Background: an optimization exercise with open tools, aiming at small area, a short achievable clock period and few clock cycles. Do not read the settings as production practice. In this exercise RTL edits were held to simulation tests only and were not proved equivalent to the original. Power is estimated from default activity; no workload was simulated.

v57:
Design real48_fpu, start of the top module:
module real48_fpu (
    input  wire        clk,
    input  wire        rst,
    input  wire        in_valid,
    output wire        in_ready,
    input  wire [3:0]  in_op,
    input  wire [3:0]  in_cond,
    input  wire [47:0] in_a,
    input  wire [47:0] in_b,
    output reg         out_valid,
    output reg  [47:0] out_result,
    output reg         out_ovf,
    output reg         out_finv
);
For scale: roughly 5600 cells after synthesis.
Settings: LEC_CHECK=0, CAP_MARGIN=20, CORE_MARGIN=2, CORE_UTILIZATION=60, SLEW_MARGIN=20, SYNTH_HIERARCHICAL=1; clock period 22.0 ns.
standard.sh (not shown) runs the stock make flow with config.mk's settings and CLKGATE_MAP_FILE= SYNTH_SCRIPT=/design/flow/synth_recipe.tcl, a recipe that flattens the netlist after the stock synthesis.
==> flow/flow/run.sh <==
#!/bin/bash
# The standard layout (the standard.sh: standard synthesis, floorplan,
# placement, CTS, routing), except that buffer_ports buffers every input and
# output port with sky130_fd_sc_hd__buf_2 instead of the delay-buffer cell it
# picks by default. make's full output goes to standard_make.log here; each
# ORFS step keeps its own log under orfs/logs/.
set -euo pipefail
bash standard.sh "BUFFER_PORTS_ARGS=-buffer_cell sky130_fd_sc_hd__buf_2" finish > standard_make.log 2>&1
v57 finished every step from synthesis to the final layout, and the layout passed the timing, DRC and antenna checks.
Testbench counts of v57, summed over its fixed seeds: cycles 32,032.
Input changes introduced in v12 (baseline for comparison: v57):
--- a/flow/config.mk
+++ b/flow/config.mk
@@ -8,5 +8,6 @@
 export CAP_MARGIN = 20
 export CORE_MARGIN = 2
-export CORE_UTILIZATION = 60
-export SLEW_MARGIN = 20
+export CORE_UTILIZATION = 65
+export CTS_BUF_LIST = sky130_fd_sc_hd__clkbuf_4 sky130_fd_sc_hd__clkbuf_8
+export SLEW_MARGIN = 50
 export SYNTH_HIERARCHICAL = 1
- Every run in the comparison, v57 and v12, completed the flow with a clean layout.
- Relative slew slack (lower): v57
- Diff v57 -> v12: routed wire length dropped 3.0 mm, layout buffer count excluding clock buffers climbed 2, area added between synthesis and finish climbed 0.36 points.
For v31, these inputs were changed with respect to v12:
--- a/flow/config.mk
+++ b/flow/config.mk
@@ -9,5 +9,4 @@
 export CORE_MARGIN = 2
 export CORE_UTILIZATION = 65
-export CTS_BUF_LIST = sky130_fd_sc_hd__clkbuf_4 sky130_fd_sc_hd__clkbuf_8
 export SLEW_MARGIN = 50
 export SYNTH_HIERARCHICAL = 1
Notes after the runs:
Count of antenna-violating nets left after detailed routing came out exactly the same in v12 and v31. v31 ended with more maximum clock frequency than v12. Final worst-path setup slack (higher): v31. Across v12 and v31, the outcome is the same: a clean finish for every run.
[inputs] v11 vs v31
--- a/flow/config.mk
+++ b/flow/config.mk
@@ -9,4 +9,5 @@
 export CORE_MARGIN = 2
 export CORE_UTILIZATION = 65
+export CTS_BUF_LIST = sky130_fd_sc_hd__clkbuf_8
 export SLEW_MARGIN = 50
 export SYNTH_HIERARCHICAL = 1
Results
Comparing global-route track usage on met3 for v11 and v31, the bigger number came from v11. Re total power consumption of the routed design: v11 is about 0.6% down on v31. When v11 is measured against v31, its minimum period implied by the final worst setup slack turns out 0.13 ns higher. Comparing v11 and v31, power share of the combinational group is higher on v11. v31 -> v11: total track usage flat. Compared v31 against v11; critical path depth within noise. Detailed-route wire length: v31 vs v11 — no meaningful difference. Summary of v11 over v31: core utilization closely matched the old numbers, minimum setup slack in the final design moved down.

---

real48_fpu, a different RTL version from the one above (not shown whole).
For scale: roughly 5700 cells after synthesis, ~160 I/O pins.
clock: 22.0 ns
lec_check: 0
cap_margin: 20
core_margin: 2
core_utilization: 60
slew_margin: 20
synth_hierarchical: 1
Scripts as last shown in full above: flow/flow/run.sh
The starting point produced a clean layout.
Testbench counts at the start, summed over its fixed seeds: cycles 32,032.
Change:
--- a/flow/config.mk
+++ b/flow/config.mk
@@ -8,5 +8,5 @@
 export CAP_MARGIN = 20
 export CORE_MARGIN = 2
-export CORE_UTILIZATION = 60
+export CORE_UTILIZATION = 70
 export SLEW_MARGIN = 20
 export SYNTH_HIERARCHICAL = 1
Result: Clock skew rose by 0.0087 ns; wire length fell by 1.5%; core utilization rose by 10 points.

---

Setup of before:
real48_fpu, a different RTL version from the one above (not shown whole).
Size: ~5600 cells after synthesis, roughly 160 I/O pins, roughly 0.056 sq mm of cells after synthesis.
## real48_fpu
module real48_fpu (
    input  wire        clk,
    input  wire        rst,
    input  wire        in_valid,
    output wire        in_ready,
    input  wire [3:0]  in_op,
    input  wire [3:0]  in_cond,
    input  wire [47:0] in_a,
    input  wire [47:0] in_b,
    output reg         out_valid,
    output reg  [47:0] out_result,
    output reg         out_ovf,
    output reg         out_finv
);
    localparam OP_MOV = 4'h0, OP_ADD = 4'h1, OP_SUB = 4'h2, OP_MUL = 4'h3,
               OP_NEG = 4'h5, OP_ABS = 4'h6, OP_MIN = 4'h8, OP_MAX = 4'h9,
               OP_CMP = 4'hA;
    assign in_ready = 1'b1;
    function [5:0] tzc;
        input [35:0] f;
        integer i;
        begin
            tzc = 6'd36;
            for (i = 35; i >= 0; i = i - 1)
                if (f[i]) tzc = i[5:0];
        end
    endfunction
    reg        v1;
    reg [3:0]  op1, cond1;
    reg [47:0] a1, b1;
    wire [38:0] bm = {2'b01, in_b[35:0], 1'b0};
    reg  [18:0] bs1_d, bs2_d;
    reg  [17:0] bng_d;
    integer bi;
    always @* begin
        for (bi = 0; bi < 19; bi = bi + 1) begin
            bs1_d[bi] = bm[2*bi+1] ^ bm[2*bi];
            bs2_d[bi] = (bm[2*bi+2] & ~bm[2*bi+1] & ~bm[2*bi]) | (~bm[2*bi+2] & bm[2*bi+1] & bm[2*bi]);
            if (bi < 18) bng_d[bi] = bm[2*bi+2] & ~(bm[2*bi+1] & bm[2*bi]);
        end
    end
    reg [18:0] bs1, bs2;
    reg [17:0] bng;
    always @(posedge clk) begin
        v1    <= in_valid & ~rst;
        op1   <= in_op;
        cond1 <= in_cond;
        a1    <= in_a;
        b1    <= in_b;
  ...
Settings: LEC_CHECK=0, CAP_MARGIN=20, CORE_MARGIN=2, CORE_UTILIZATION=60, SLEW_MARGIN=20, SYNTH_HIERARCHICAL=1; clock period 22.0 ns.
Scripts as last shown in full above: flow/flow/run.sh
No stage failed in before, and the final checks on the layout all came back clean.
Testbench counts of before, summed over its fixed seeds: cycles 32,032.
> inputs changed (before -> after)
==> flow/run.sh (new file) <==
#!/bin/bash
# synth_recipe.tcl (not shown) runs the flow's synth.tcl, then flattens the netlist and writes it again
# the make line also repeats each setting of config.mk as NAME=value (left out here)
make -C /OpenROAD-flow-scripts/flow DESIGN_CONFIG=/design/flow/config.mk WORK_HOME=/design/flow/orfs CLKGATE_MAP_FILE= SYNTH_SCRIPT=/design/flow/synth_recipe.tcl finish
removed: flow/flow/run.sh
removed: flow/standard.sh
## What came out
In after the area growth from synthesis to final layout turned out 1.5 points higher than in before. In the reports for before and after, the larger multi-input combinational area share belongs to before. after against before: number of fill cells has decreased; total vias in the final route has remained practically unchanged.

[port drivers added, routing unchanged]
No port has a modelled driver above. Below, the same layouts with a new extraction and two added sets of constraints.
Step 1 sets driving cells, clkbuf_16 on the clock port and buf_2 on the other inputs (assumed; they add their load-dependent delay and slew).
Step 2 also shifts input and output timing later by t, the mid clock arrival at the registers, as if the neighbouring blocks saw the same clock.
Slacks: no drivers / after step 1 / after step 2; pairs: no drivers / after step 1.
| run | shift t [ns] | slack for setup (ns) | worst hold slack (ns) | clock arrival spread, ns | slew at the worst register clock pin (ns) |
|---|---|---|---|---|---|
| v57 | 0.746 | 16.333 / 16.288 / 15.745 | 0.328 / 0.328 / 0.328 | 0.079 / 0.079 | 0.07 / 0.07 |
| v12 | 0.852 | 16.284 / 16.215 / 15.776 | 0.327 / 0.327 / 0.327 | 0.083 / 0.083 | 0.07 / 0.07 |
| v31 | 0.726 | 16.424 / 16.353 / 15.779 | 0.326 / 0.326 / 0.326 | 0.067 / 0.067 | 0.07 / 0.07 |
| v11 | 0.853 | 16.298 / 16.228 / 15.769 | 0.327 / 0.327 / 0.327 | 0.081 / 0.081 | 0.07 / 0.07 |
| the first run of note 2 | 0.724 | 16.066 / 16.066 / 16.066 | 0.326 / 0.326 / 0.326 | 0.046 / 0.046 | 0.07 / 0.07 |
| the second run of note 2 | 0.758 | 16.167 / 16.167 / 16.167 | 0.324 / 0.324 / 0.324 | 0.055 / 0.055 | 0.08 / 0.08 |
| before | 0.721 | 15.872 / 15.872 / 15.872 | 0.327 / 0.327 / 0.327 | 0.036 / 0.036 | 0.08 / 0.08 |
| after | 0.723 | 15.932 / 15.932 / 15.932 | 0.325 / 0.325 / 0.325 | 0.052 / 0.052 | 0.08 / 0.08 |
After both steps every run listed still meets setup and hold. For v31, which loses most, drivers alone change the setup slack by -0.071 ns; drivers and shift together by -0.645 ns.
